From an optimization exercise on the open Yosys and OpenROAD flow, aimed at small area, a short achievable clock period and few clock cycles per item; shortcuts taken in it are not production practice.

## lane 2
## aes_cell
module aes_cell (
    input  wire         clk,
    input  wire         rst,           
    input  wire         in_valid,
    output wire         in_ready,
    input  wire         in_decrypt,    
    input  wire         in_key256,     
    input  wire [255:0] in_key,
    input  wire [127:0] in_block,
    output reg          out_valid,
    output reg  [127:0] out_block
);
    function [7:0] xt;
        input [7:0] a;
        xt = {a[6:0], 1'b0} ^ (a[7] ? 8'h1b : 8'h00);
    endfunction
    function [7:0] xtinv;       
        input [7:0] a;
        xtinv = a[0] ? ({1'b1, a[7:1]} ^ 8'h0d) : {1'b0, a[7:1]};
    endfunction
    function [127:0] shiftrows;
        input [127:0] s;
        integer i;
        begin
            for (i = 0; i < 16; i = i + 1)
                shiftrows[127 - 8 * i -: 8] = s[127 - 8 * ((i % 4) + 4 * (((i / 4) + (i % 4)) % 4)) -: 8];
        end
    endfunction
    function [127:0] invshiftrows;
        input [127:0] s;
        integer i;
        begin
            for (i = 0; i < 16; i = i + 1)
                invshiftrows[127 - 8 * i -: 8] = s[127 - 8 * ((i % 4) + 4 * (((i / 4) + 4 - (i % 4)) % 4)) -: 8];
        end
    endfunction
    reg  [127:0] q_st, q_kt;
    reg  [255:0] q_kw;
    reg  [31:0]  q_ks;
    reg          q_ks1;         
    reg          q_busy, q_dec, q_k256, q_pre, q_par;
    reg          q_done;        
    reg  [3:0]   q_cnt;
    reg  [7:0]   q_rc;
    reg  [1:0]   q_tag;
  ...
==> flow/config.mk <==
export PLATFORM = sky130hd
export DESIGN_NAME = aes_cell
export DESIGN_NICKNAME = aes_cell
export VERILOG_FILES = /design/flow/design.v
export SDC_FILE = /design/flow/constraint.sdc
export NUM_CORES = 8
export LEC_CHECK = 0
export CAP_MARGIN = 20
export CORE_MARGIN = 2
export CORE_UTILIZATION = 40
export PLACE_DENSITY = 0.6
export SLEW_MARGIN = 20
==> flow/constraint.sdc <==
create_clock -name core_clock -period 12.0 [get_ports {clk}]
set_input_delay 2.4000 -clock core_clock [delete_from_list [all_inputs] [get_ports {clk}]]
set_output_delay 2.4000 -clock core_clock [all_outputs]
set_load 0.01 [all_outputs]
standard.sh (not shown) runs the stock make flow with config.mk's settings and CLKGATE_MAP_FILE= SYNTH_SCRIPT=/design/flow/synth_recipe.tcl, a recipe that flattens the netlist after the stock synthesis.
==> flow/flow/run.sh <==
#!/bin/bash
# Own layout flow: the standard ORFS flow, except that
#  - synthesis maps the combinational logic with the ABC script in
#    flow/abc.script instead of ORFS's, and
#  - repair_timing aims for the setup margin in flow/margin.txt (ns below the
#    12 ns clock), so that the design is sized for a shorter achieved period.
# The clock period, SDC and everything else are the standard flow's.
set -euo pipefail
W=$PWD
MARGIN=$(cat "$W/flow/margin.txt")
cat > "$W/own_synth.tcl" <<EOF2
proc abc {args} {
  set i [lsearch -exact \$args -script]
  if {\$i >= 0} { set args [lreplace \$args [expr {\$i + 1}] [expr {\$i + 1}] $W/flow/abc.script] }
  puts "own_synth: abc with \$args"
  yosys abc {*}\$args
}
source $W/synth_recipe.tcl
EOF2
sed "s#SYNTH_SCRIPT=[^ ]*#SYNTH_SCRIPT=$W/own_synth.tcl#" standard.sh > own_standard.sh
grep -q "own_synth.tcl" own_standard.sh
bash own_standard.sh SETUP_SLACK_MARGIN=$MARGIN finish > "$W/flow_make.log" 2>&1
==> flow/flow/abc.script <==
&get -n
&st
&dch
&nf
&put
==> flow/flow/margin.txt <==
8.0
### lane 2 -> lane 3
--- a/flow/design.v
+++ b/flow/design.v
@@ -887,74 +887,67 @@
             q_k256 <= p_k256;
             q_tag  <= p_tag;
             q_cnt  <= c_last ? 4'd1 : p_cnt + 4'd1;
             q_par  <= c_last ? 1'b1 : p_k256 ? !p_par : p_par;
             q_pre  <= p_pre && !c_last;
             q_ks1  <= 1'b0;
             q_rc   <= p_rc;
             if (c_last && !p_k256)                 q_rc <= xtinv(p_rc);
             else if ((c_pre || c_enc) && p_par)    q_rc <= xt(p_rc);
             else if (c_dec && p_par)               q_rc <= xtinv(p_rc);
         end
     end
-    wire k_new  = in_ready;
-    wire k_fwd  = !in_ready && (p_pre || !p_dec);                   
-    wire k_last = !in_ready && p_pre && lastpre;                    
-    wire k_dec  = !in_ready && !p_pre && p_dec;                     
-    wire k_enc  = !in_ready && !p_pre && !p_dec;                    
     wire [127:0] st_early = in_ready ? shiftrows(in_block) : c_last ? blk_a : p_m[127:0];
-    wire [127:0] kh_early = k_new ? in_key[255:128] : (k_fwd && (p_k256 || k_last)) ? p_kw[127:0] : p_kw[255:128];
-    wire [127:0] kl_early = k_new ? in_key[127:0] : k_dec ? p_kw[255:128] : p_kw[127:0];
-    wire         kh_kf    = k_fwd && !(p_k256 || k_last);        
-    wire         kl_kf    = k_fwd;                                
-    wire [127:0] kt_early = k_new ? shiftrows(in_key[255:128]) : (k_enc && p_k256) ? shiftrows(p_kw[127:0]) : 128'h0;
-    wire         kt_kf    = k_enc && !p_k256;
-    wire [31:0]  ks_early = k_new ? in_key[159:128] : k_last ? (p_k256 ? l3 : (h3 ^ h2))
-                          : (p_k256 ? (l3 ^ l2) : (h3 ^ h1));
-    wire         ks_kf    = k_fwd && !k_last;
+    wire [127:0] kh_early = in_ready ? in_key[255:128] : (c_fwd && (p_k256 || c_last)) ? p_kw[127:0] : p_kw[255:128];
+    wire [127:0] kl_early = in_ready ? in_key[127:0] : c_dec ? p_kw[255:128] : p_kw[127:0];
+    wire         kh_kf    = c_fwd && !(p_k256 || c_last);       
+    wire         kl_kf    = c_fwd;                                
+    wire [127:0] kt_early = in_ready ? shiftrows(in_key[255:128]) : (c_enc && p_k256) ? shiftrows(p_kw[127:0]) : 128'h0;
+    wire         kt_kf    = c_enc && !p_k256;
+    wire [31:0]  ks_early = in_ready ? in_key[159:128] : c_last ? (p_k256 ? l3 : (h3 ^ h2))
+                          : c_dec ? (p_k256 ? (l3 ^ l2) : (h3 ^ h1)) : q_ks_hold;
+    wire [31:0]  q_ks_hold = q_ks;
+    wire         ks_kf    = c_pre || c_enc;
     always @(posedge clk) begin
         q_st <= ({128{c_dec}}  & dnext)
               | ({128{c_enc}}  & shiftrows(mc))
               | ({128{c_hold}} & res)
               | ({128{!(c_dec || c_enc || c_hold)}} & st_early);
-        q_kw <= {({128{kh_kf}} & kf) | ({128{k_dec}} & kb) | ({128{!(kh_kf || k_dec)}} & kh_early),
+        q_kw <= {({128{kh_kf}} & kf) | ({128{c_dec}} & kb) | ({128{!(kh_kf || c_dec)}} & kh_early),
                  ({128{kl_kf}} & kf) | ({128{!kl_kf}} & kl_early)};
-        q_kt <= ({128{k_last}} & kf_a) | ({128{kt_kf}} & shiftrows(kf)) | ({128{!(k_last || kt_kf)}} & kt_early);
+        q_kt <= ({128{c_last}} & kf_a) | ({128{kt_kf}} & shiftrows(kf)) | ({128{!(c_last || kt_kf)}} & kt_early);
         q_ks <= ({32{ks_kf}} & kf[31:0]) | ({32{!ks_kf}} & ks_early);
     end
     reg  [127:0] rb;
     reg          rb_v;
     reg  [1:0]   rb_tag;
     reg  [1:0]   rd_tag, wr_tag;
     reg  [1:0]   n_open;        
-    wire [127:0] ek0     = sbe ^ (p_k256 ? p_kw[127:0] : {h0, h01, h012, h0123});
-    wire [127:0] ek      = ek0 ^ ({4{ks_t}} & {128{!p_k256}});
-    wire [127:0] res     = p_dec ? dk : ek;
+    wire [127:0] res     = p_dec ? dk : (sbe ^ (p_k256 ? p_kw[127:0] : kf));
     wire         p_next  = p_nxt;
     wire         byp     = fin && p_next;                       
     wire         from_p  = p_busy && p_done && p_next;          
     wire         from_rb = rb_v && (rb_tag == rd_tag);
     wire         to_rb   = fin && !p_next && !rb_v;
     wire         hold    = fin && !p_next && rb_v;              
     wire         load    = byp || from_p || from_rb;
     wire         p_free  = !p_busy || byp || to_rb || from_p;   
     wire [1:0]   rd_nx   = rd_tag + (load ? 2'd1 : 2'd0);
     wire         rb_v_nx = to_rb || (rb_v && !from_rb);
     wire [1:0]   n_open_nx = n_open + (accept ? 2'd1 : 2'd0) - (load ? 2'd1 : 2'd0);
     wire         q_fin   = q_busy && !q_pre && !q_done && q_last;
     wire         q_free  = !q_busy || (q_fin && (q_tag == rd_nx || !rb_v_nx))
                                    || (q_done && q_tag == rd_nx);
     always @(posedge clk) begin
-        out_block <= ({128{byp && !p_dec}} & ek) | ({128{byp && p_dec}} & dk)
-                   | ({128{!byp}} & (from_rb ? rb : p_m[127:0]));
+        out_block <= from_rb ? rb : from_p ? p_m[127:0] : res;
         if (to_rb) begin
             rb     <= res;
             rb_tag <= p_tag;
         end
     end
     always @(posedge clk) begin
         if (rst) begin
             q_busy    <= 1'b0;
             p_busy    <= 1'b0;
             rb_v      <= 1'b0;
             rd_tag    <= 2'd0;
             wr_tag    <= 2'd0;
## What came out
Changes observed in lane 3 relative to lane 2: share of the clock period used by the worst path after layout has increased; average wire length per cell after detail routing has decreased; final area has increased.
Between lane 3 and lane 2, the synthesized net count is lower for lane 2.
Compared with lane 2, lane 3 has less setup slack.
Lane 3 vs. lane 2: vertical die dimension shows an increase of about 1.1%, wire length shows a reduction of about 2.5%, via count shows an increase of 1279.
Lane 3 completed; timing, DRC and antenna clean
Lane 3 vs lane 2: weighted congestion reported at the end of routability-driven placement down
Comparing lane 3 and lane 2, final critical delay including setup and external delays is higher on lane 3.
Delta(pre-CTS setup slack, lane 3 - lane 2) < 0
No functional check of the RTL was part of any run of this note.

[separate check: timing with driven ports]
No port has a modelled driver above. Below, the same layouts with a new extraction and two added sets of constraints.
Step 1, drivers: a clkbuf_16 drives clk and a buf_2 each remaining input, both assumed.
Step 2 adds t to the input delays and takes it off the output delays; t is the mean of the earliest and latest rising clock arrival at the registers after step 1. Input paths then give back, and output paths get back, about the clock's delay inside the block.
Three values: ideal, step 1, step 2; two values: the first two.
run	shift t [ns]	setup WS [ns]	hold slack, ns	worst setup path at the end	pins driven straight from the clock port
lane 2	0.967	7.803 / 7.803 / 7.186	0.298 / 0.298 / 0.298	input to register	1
lane 3	0.972	7.761 / 7.761 / 7.387	0.313 / 0.313 / 0.313	input to register	1
After both steps every run listed still meets setup and hold. For lane 2, which loses most, drivers alone change the setup slack by 0.000 ns; drivers and shift together by -0.617 ns.
